This design comes from an exercise in tuning for small area, a short achievable clock period and few clock cycles on the open sky130 flow, not from production work.
Only simulation tests tie the RTL to the original design; equivalence was not proved.
No activity file was given, so power comes from the tool's default toggle rates.

## canopy_fec_tx
module canopy_fec_tx (
    input  wire        clk,
    input  wire        rst,         
    input  wire        start,
    input  wire [30:0] seed,
    input  wire        in_valid,
    output wire        in_ready,
    input  wire [9:0]  in_sym,
    output reg         out_valid,
    input  wire        out_ready,
    output reg  [13:0] out_trits,
    output reg         out_first    
);
clock: 13.0 ns
lec_check: 0
abc_clock_period_in_ps: 4000
cap_margin: 20
core_margin: 2
core_utilization: 55
cts_buf_list: sky130_fd_sc_hd__clkbuf_8
cts_cluster_diameter: 50
cts_cluster_size: 14
slew_margin: 20
standard.sh (not shown) runs the stock make flow with config.mk's settings and CLKGATE_MAP_FILE= SYNTH_SCRIPT=/design/flow/synth_recipe.tcl, a recipe that flattens the netlist after the stock synthesis.
==> flow/flow/run.sh <==
#!/bin/bash
# Own layout flow: the standard synthesis and layout, with the timing
# repair asked to keep a setup margin so that paths end up well below the
# 13 ns clock period the layout is constrained and signed off at.
set -euo pipefail
bash standard.sh synth > synth.log 2>&1
bash standard.sh finish SETUP_SLACK_MARGIN=9.4 > layout.log 2>&1
The baseline finished with timing, DRC and antenna clean.
Testbench counts at the start, summed over its fixed seeds: cycles 52,368.
Change:
- CTS_BUF_LIST: sky130_fd_sc_hd__clkbuf_8 -> unset
- CTS_CLUSTER_DIAMETER: 50 -> unset
- CTS_CLUSTER_SIZE: 14 -> unset
=> Hold slack barely changes; non-clock buffer count falls by 3; setup slack is better by 53 ps; via count came out lower slightly; final cell count stays flat; routed wire length decreases slightly.


run 1:
Another version of the RTL of canopy_fec_tx (not shown whole).
For scale: about 1,300 cells after synthesis, about 63 I/O pins.
clock: 13.0 ns
lec_check: 0
abc_clock_period_in_ps: 4000
cap_margin: 20
core_margin: 2
core_utilization: 55
cts_buf_list: sky130_fd_sc_hd__clkbuf_8
cts_cluster_diameter: 50
cts_cluster_size: 14
slew_margin: 20
==> flow/flow/run.sh <==
#!/bin/bash
# Own layout flow: the standard synthesis and layout, with
# - the timing repair asked to keep a setup margin, so that paths end up
#   well below the 13 ns clock period the layout is constrained and signed
#   off at;
# - the port buffers made of the smallest buffer (timing repair resizes the
#   ones on critical paths);
# - clock tree synthesis without dummy load cells.
set -euo pipefail
bash standard.sh synth > synth.log 2>&1
bash standard.sh finish SETUP_SLACK_MARGIN=9.2 \
    "BUFFER_PORTS_ARGS=-buffer_cell sky130_fd_sc_hd__buf_1" \
    "CTS_ARGS=-sink_clustering_enable -repair_clock_nets -buf_list sky130_fd_sc_hd__clkbuf_8 -sink_clustering_size 14 -sink_clustering_max_diameter 50 -dont_use_dummy_load" \
    > layout.log 2>&1
Testbench counts of run 1, summed over its fixed seeds: cycles 52,368.
Inputs modified between run 1 and run 2:
==> flow/run.sh (new file) <==
#!/bin/bash
# synth_recipe.tcl (not shown) runs the flow's synth.tcl, then flattens the netlist and writes it again
# the make line also repeats each setting of config.mk as NAME=value (left out here)
make -C /OpenROAD-flow-scripts/flow DESIGN_CONFIG=/design/flow/config.mk WORK_HOME=/design/flow/orfs CLKGATE_MAP_FILE= SYNTH_SCRIPT=/design/flow/synth_recipe.tcl finish
removed: flow/flow/run.sh
removed: flow/standard.sh
### Flow results
Run comparison: run 2 critical-path cell with the highest stage delay nor2_1; run 1 critical-path cell with the highest stage delay edfxtp_1
Run 2 vs run 1 — minimum period implied by the final worst setup slack rose 600 ps.
Run 1 completed end to end with timing, DRC and antenna clean.
Run 2 went all the way through the flow, and no timing, DRC or antenna check failed.
Going from run 1 to run 2, wire length of the first global-routing pass lower, clock power has increased, wire length dropped 0.98%, clock power share up 5.5 points.
Run comparison: run 2 start point of the critical path start; run 1 start point of the critical path e_q[2]$_DFFE_PP_
What run 3 does differently from run 2 at the input level:
# run 2
export LEC_CHECK = 0
export ABC_CLOCK_PERIOD_IN_PS = 4000
export CAP_MARGIN = 20
export CORE_MARGIN = 2
export CORE_UTILIZATION = 55
export CTS_BUF_LIST = sky130_fd_sc_hd__clkbuf_8
export CTS_CLUSTER_DIAMETER = 50
export CTS_CLUSTER_SIZE = 14
export SLEW_MARGIN = 20
create_clock -name core_clock -period 13.0 [get_ports {clk}]
# run 3
export LEC_CHECK = 0
export ABC_CLOCK_PERIOD_IN_PS = 4000
export CAP_MARGIN = 5
export CORE_MARGIN = 2
export CORE_UTILIZATION = 55
export CTS_BUF_LIST = sky130_fd_sc_hd__clkbuf_8
export CTS_CLUSTER_DIAMETER = 50
export CTS_CLUSTER_SIZE = 14
export SLEW_MARGIN = 5
create_clock -name core_clock -period 13.0 [get_ports {clk}]
==> flow/flow/run.sh (new file) <==
#!/bin/bash
# Own layout flow: the standard synthesis and layout, with
# - the timing repair asked to keep a setup margin, so that paths end up
#   well below the 13 ns clock period the layout is constrained and signed
#   off at;
# - the port buffers made of the smallest buffer (timing repair resizes the
#   ones on critical paths);
# - clock tree synthesis without dummy load cells.
set -euo pipefail
bash standard.sh synth > synth.log 2>&1
bash standard.sh finish SETUP_SLACK_MARGIN=9.3 \
    "BUFFER_PORTS_ARGS=-buffer_cell sky130_fd_sc_hd__buf_1" \
    "CTS_ARGS=-sink_clustering_enable -repair_clock_nets -buf_list sky130_fd_sc_hd__clkbuf_8 -sink_clustering_size 14 -sink_clustering_max_diameter 50 -dont_use_dummy_load" \
    > layout.log 2>&1
==> flow/standard.sh (new file) <==
#!/bin/bash
# synth_recipe.tcl (not shown) runs the flow's synth.tcl, then flattens the netlist and writes it again
# the make line also repeats each setting of config.mk as NAME=value (left out here)
make -C /OpenROAD-flow-scripts/flow DESIGN_CONFIG=/design/flow/config.mk WORK_HOME=/design/flow/orfs CLKGATE_MAP_FILE= SYNTH_SCRIPT=/design/flow/synth_recipe.tcl "${@:-finish}"
removed: flow/run.sh
[summary]
Flop-to-flop setup slack: run 2 and run 3 compared, lower one is run 2. Run 3 gives less logic depth of the worst setup path including buffers than run 2 did. Compared run 3 against run 2; met3 demand-to-capacity share in global routing within noise. Synthesized area came out exactly the same in run 2 and run 3.
Setup changes, run 3 to run 4
# run 3
export LEC_CHECK = 0
export ABC_CLOCK_PERIOD_IN_PS = 4000
export CAP_MARGIN = 5
export CORE_MARGIN = 2
export CORE_UTILIZATION = 55
export CTS_BUF_LIST = sky130_fd_sc_hd__clkbuf_8
export CTS_CLUSTER_DIAMETER = 50
export CTS_CLUSTER_SIZE = 14
export SLEW_MARGIN = 5
create_clock -name core_clock -period 13.0 [get_ports {clk}]
# run 4
export LEC_CHECK = 0
export ABC_CLOCK_PERIOD_IN_PS = 4000
export CAP_MARGIN = 20
export CORE_MARGIN = 2
export CORE_UTILIZATION = 55
export CTS_BUF_LIST = sky130_fd_sc_hd__clkbuf_8
export CTS_CLUSTER_DIAMETER = 50
export CTS_CLUSTER_SIZE = 14
export SLEW_MARGIN = 20
create_clock -name core_clock -period 13.0 [get_ports {clk}]
--- a/flow/flow/run.sh
+++ b/flow/flow/run.sh
@@ -12,3 +12,3 @@
     "BUFFER_PORTS_ARGS=-buffer_cell sky130_fd_sc_hd__buf_1" \
-    "CTS_ARGS=-sink_clustering_enable -repair_clock_nets -buf_list sky130_fd_sc_hd__clkbuf_8 -sink_clustering_size 14 -sink_clustering_max_diameter 50 -dont_use_dummy_load" \
+    "CTS_ARGS=-sink_clustering_enable -repair_clock_nets -buf_list sky130_fd_sc_hd__clkbuf_8 -root_buf sky130_fd_sc_hd__clkbuf_16 -tree_buf sky130_fd_sc_hd__clkbuf_16 -sink_clustering_size 14 -sink_clustering_max_diameter 50 -dont_use_dummy_load" \
     > layout.log 2>&1
## What came out
Run 3 and run 4 ended up with nearly the same worst hold slack.
First-pass GRT wire length: run 3 vs run 4, no meaningful difference
[compare] base=run 3 new=run 4: average via count per standard cell lost about 0.34%, total met2 wirelength after detailed routing neither gained nor lost much, final instance area neither gained nor lost much, routed wire length neither gained nor lost much, clock power picked up an extra about 7.5%.
Global-route usage of run 4 is on par with run 3.
Going from run 3 to run 4, total number of tap cells was more or less identical; share of cell area taken by multi-input logic gates went down by 0.20 points; post-cts repair resize count went down by 1.
Setup changes, run 4 to run 5
--- a/flow/flow/run.sh
+++ b/flow/flow/run.sh
@@ -10,5 +10,5 @@
 bash standard.sh synth > synth.log 2>&1
-bash standard.sh finish SETUP_SLACK_MARGIN=9.3 \
+bash standard.sh finish SETUP_SLACK_MARGIN=9.35 \
     "BUFFER_PORTS_ARGS=-buffer_cell sky130_fd_sc_hd__buf_1" \
-    "CTS_ARGS=-sink_clustering_enable -repair_clock_nets -buf_list sky130_fd_sc_hd__clkbuf_8 -root_buf sky130_fd_sc_hd__clkbuf_16 -tree_buf sky130_fd_sc_hd__clkbuf_16 -sink_clustering_size 14 -sink_clustering_max_diameter 50 -dont_use_dummy_load" \
+    "CTS_ARGS=-sink_clustering_enable -repair_clock_nets -buf_list sky130_fd_sc_hd__clkbuf_8 -sink_clustering_size 14 -sink_clustering_max_diameter 50 -dont_use_dummy_load" \
     > layout.log 2>&1
- Run 5 -> run 4: number of antenna cells inserted delta 0, exact match
- Compared run 4 against run 5; path depth of the worst reg2reg path within noise.
- Global-route usage essentially unchanged between run 5 and run 4.
- The final area was comparable across run 4 and run 5.
- Going from run 4 to run 5, total leakage power grows by about 0.7%.
- NOTE: internal power in run 5 falls short of that of run 4
- out_trits[8]$_DFFE_PP_ as the startpoint of the worst setup timing path was reported by run 5, and in_ready_r$_SDFF_PP0_ by run 4.
- Capturing instance or port of the critical path: in_ready -> run 4, out_trits[8] -> run 5

-- port drivers added, routing unchanged --
No port has a modelled driver above. Below, the same layouts with a new extraction and two added sets of constraints. Step 1: set_driving_cell puts a clkbuf_16 on clk and a buf_2 on each other input, an assumption about the parent block. Step 2 moves the port delays by t, midway between the first and last clock arrival at a register: inputs arrive t later, outputs are due t later. That takes back most of the time a late clock gives input paths. Three values: ideal ports, drivers, drivers and shift; two values: the first two.
| run | t, ns | slack for setup (ns) | worst setup path after step 2 | clock arrival spread, ns |
|---|---|---|---|---|
| the first run of note 1 | 0.657 | 9.251 / 9.203 / 8.899 | input to register | 0.036 / 0.036 |
| the second run of note 1 | 0.605 | 9.305 / 9.254 / 8.967 | input to register | 0.015 / 0.014 |
| run 1 | 0.563 | 9.267 / 9.267 / 8.866 | input to register | 0.072 / 0.072 |
| run 2 | 0.570 | 8.669 / 8.694 / 8.124 | input to register | 0.049 / 0.049 |
| run 3 | 0.560 | 9.320 / 9.273 / 8.924 | input to register | 0.059 / 0.059 |
| run 4 | 0.520 | 9.355 / 9.302 / 8.928 | input to register | 0.045 / 0.044 |
| run 5 | 0.626 | 9.282 / 9.235 / 8.956 | input to register | 0.082 / 0.082 |
After both steps every run listed still meets setup and hold. For run 2, which loses most, drivers alone change the setup slack by +0.025 ns; drivers and shift together by -0.545 ns.
